This is an optimization exercise on Yosys and OpenROAD, whose aim is small area, a short achievable clock period and few clock cycles, not a production implementation.
Function was checked by simulation only, so behaviour that the tests miss may differ from the original.

run 2:
Design loop_slot, start of the top module:
module loop_slot (
    input             clk,
    input             rst,           
    input             start,
    input      [12:0] start_pc,
    input      [9:0]  sig_base,
    input      [8:0]  act_base,
    input      [127:0] params,       
    input             clear,         
    output            ready,
    output     [12:0] imem_addr,
    input      [31:0] imem_rdata,
    output     [9:0]  sig_addr,
    input      [15:0] sig_rdata,
    output reg        wr_valid,
    output reg        wr_prof,       
    output reg [8:0]  wr_addr,
    output reg [31:0] wr_data,
    output reg        done,
    output            st_sat,
    output            st_clp,
    output            st_raised,
    output            st_fe_active,
    output            st_fe_seen,
    output     [15:0] cyc_last
);
For scale: ~62000 um^2 of cells after synthesis.
==> flow/config.mk <==
export PLATFORM = sky130hd
export DESIGN_NAME = loop_slot
export DESIGN_NICKNAME = loop_slot
export VERILOG_FILES = /design/flow/design.v
export SDC_FILE = /design/flow/constraint.sdc
export NUM_CORES = 4
export LEC_CHECK = 0
export CAP_MARGIN = 20
export CORE_MARGIN = 2
export CORE_UTILIZATION = 40
export SLEW_MARGIN = 20
==> flow/constraint.sdc <==
create_clock -name core_clock -period 18.0 [get_ports {clk}]
set_input_delay 3.6000 -clock core_clock [delete_from_list [all_inputs] [get_ports {clk}]]
set_output_delay 3.6000 -clock core_clock [all_outputs]
set_load 0.01 [all_outputs]
standard.sh (not shown) runs the stock make flow with config.mk's settings and CLKGATE_MAP_FILE= SYNTH_SCRIPT=/design/flow/synth_recipe.tcl, a recipe that flattens the netlist after the stock synthesis.
==> flow/flow/run.sh <==
#!/bin/bash
# Standard synthesis and layout; timing repair aims for more setup slack than the
# constraint needs, so that the layout reaches a shorter period.
set -euo pipefail
bash standard.sh synth > synth.log 2>&1
bash standard.sh SETUP_SLACK_MARGIN=12 finish > layout.log 2>&1
Testbench counts of run 2, summed over its fixed seeds: cycles 159,414.
What run 3 does differently from run 2 at the input level:
--- a/flow/design.v
+++ b/flow/design.v
@@ -154,27 +154,30 @@
     wire        as_ovf  = as_sum[16] != as_sum[15];
     wire [15:0] as_res  = as_ovf ? (as_sum[16] ? 16'h8000 : 16'h7fff) : as_sum[15:0];
     wire a_lt_b = va < vb;
     wire a_eq_b = va == vb;
     wire d_lt_a = vd < va;
     wire b_lt_a = vb < va;
     wire b_lt_d = vb < vd;
     wire [15:0] min_res  = a_lt_b ? va : vb;
     wire [15:0] max_res  = a_lt_b ? vb : va;
     wire [15:0] clmp_lo  = d_lt_a ? va : vd;
     wire        clmp_hi  = d_lt_a ? b_lt_a : b_lt_d;
     wire [15:0] clmp_res = clmp_hi ? vb : clmp_lo;
-    wire [39:0] sh_in    = is_shl ? {{9{va[15]}}, va, 15'd0} : is_shr ? {{24{va[15]}}, va} : an;
-    wire [3:0]  sh_amt   = (is_sata | is_shl) ? ~f_sh : f_sh;
-    wire signed [40:0] sh_x = {sh_in, 1'b0};
+    wire [31:0] shl_w   = {{16{va[15]}}, va} << f_sh;
+    wire        shl_ovf = !((&shl_w[31:15]) | !(|shl_w[31:15]));
+    wire [15:0] shl_res = shl_ovf ? (va[15] ? 16'h8000 : 16'h7fff) : shl_w[15:0];
+    wire [15:0] shr_res = va >>> f_sh;
+    wire [3:0]  sh_amt   = is_sata ? ~f_sh : f_sh;
+    wire signed [40:0] sh_x = {an, 1'b0};
     wire signed [40:0] sh_y = sh_x >>> sh_amt;
     wire [39:0] shra_res = sh_y[40:1];
     wire        sata_fit = (&sh_y[40:17]) | !(|sh_y[40:17]);
     wire [17:0] sata_r   = {sh_y[17], sh_y[17:1]} + sh_y[0];
     wire        sata_ovf = !sata_fit | (sata_r[17:15] != 3'b000 & sata_r[17:15] != 3'b111);
     wire        sata_neg = sh_y[40];
     wire [15:0] sata_res = sata_ovf ? (sata_neg ? 16'h8000 : 16'h7fff) : sata_r[15:0];
     wire signed [24:0] an_hi = an[39:15];
     wire        an_lo_nz = |an[14:0];
     wire        an_lt_a  = an_hi < va;
     wire        an_gt_b  = (an_hi > vb) | ((an_hi == vb) & an_lo_nz);
     wire        aclp_hi  = an_lt_a ? b_lt_a : an_gt_b;
@@ -211,26 +214,27 @@
         w1_a  = 1'b0;
         w1_ad = 40'd0;
         sat1  = 1'b0;
         case (op)
             OP_LDI:  begin w1_v = 1'b1; w1_vd = f_imm; end
             OP_MOV:  begin w1_v = 1'b1; w1_vd = va; end
             OP_RDP:  begin w1_v = 1'b1; w1_vd = pk; end
             OP_ADD, OP_SUB, OP_ADDI, OP_NEG, OP_ABS:
                      begin w1_v = 1'b1; w1_vd = as_res; sat1 = as_ovf; end
             OP_MIN:  begin w1_v = 1'b1; w1_vd = min_res; end
             OP_MAX:  begin w1_v = 1'b1; w1_vd = max_res; end
             OP_CLMP: begin w1_v = 1'b1; w1_vd = clmp_res; end
-            OP_SHR:  begin w1_v = 1'b1; w1_vd = shra_res[15:0]; end
-            OP_SHL, OP_SATA: begin w1_v = 1'b1; w1_vd = sata_res; sat1 = sata_ovf; end
+            OP_SHL:  begin w1_v = 1'b1; w1_vd = shl_res; sat1 = shl_ovf; end
+            OP_SHR:  begin w1_v = 1'b1; w1_vd = shr_res; end
+            OP_SATA: begin w1_v = 1'b1; w1_vd = sata_res; sat1 = sata_ovf; end
             OP_SHRA: begin w1_a = 1'b1; w1_ad = shra_res; end
             OP_ACLP: begin w1_a = 1'b1; w1_ad = aclp_res; end
             default: ;
         endcase
     end
     wire we1_v = issue & w1_v;
     wire we1_a = issue & w1_a;
     wire        m_zero = is_acca | is_lda | is_clra;
     wire [16:0] mul_m  = lpf_ph ? lpf_t : m_zero ? 17'd0 : {va[15], va};
     wire [15:0] mul_rg = is_lpf ? vd : (is_acca | is_lda) ? va : 16'd0;
     wire [40:0] cs_s, cs_c;
     booth_cs u_mul (
--- outcome ---
Run 2 ran to completion and came out clean on the timing, design-rule and antenna checks. Per the final summary, run 3 finished and its layout is clean on timing, DRC and antenna. Run 3 gives more total wire length after detailed routing than run 2 did. Cell depth of the worst setup path went down by a little under 10% going from run 2 to run 3. Against run 2, run 3 reports a fraction of layout instances using a drive strength above 1 that is lower. Final critical-path required period was lower in the run labelled run 3. When the final numbers for run 2 and run 3 were put side by side, the sequential cell area fraction in the yosys report turned out to be smaller in run 3. Run 2 has lower instance count after placement with tap cells included than run 3. Looking at synthesized area, run 3 sits 1.7% above run 2. Run 2 → run 3: proportion of cell area occupied by multi-input gates went up, setup slack went up.
Testbench counts of run 3, summed over its fixed seeds: cycles 159,414.

==> afterwards: timing with drivers on the ports <==
How much do the figures lean on ideal ports? The routed layouts below were timed once more, with nothing changed but the port constraints. Step 1 assumes that a clkbuf_16 drives the clock port and a buf_2 every other input. Step 2 also shifts input and output timing later by t, the mid clock arrival at the registers, as if the neighbouring blocks saw the same clock. Three values: no drivers, after step 1, after step 2; two values: the first two.
run	t, ns	slack for setup (ns)	worst slew at a driven data input, ns
run 2	0.852	11.768 / 11.768 / 11.234	0.14
run 3	0.848	11.967 / 11.967 / 11.254	0.12
After both steps every run listed still meets setup and hold. For run 3, which loses most, drivers alone change the setup slack by 0.000 ns; drivers and shift together by -0.713 ns.
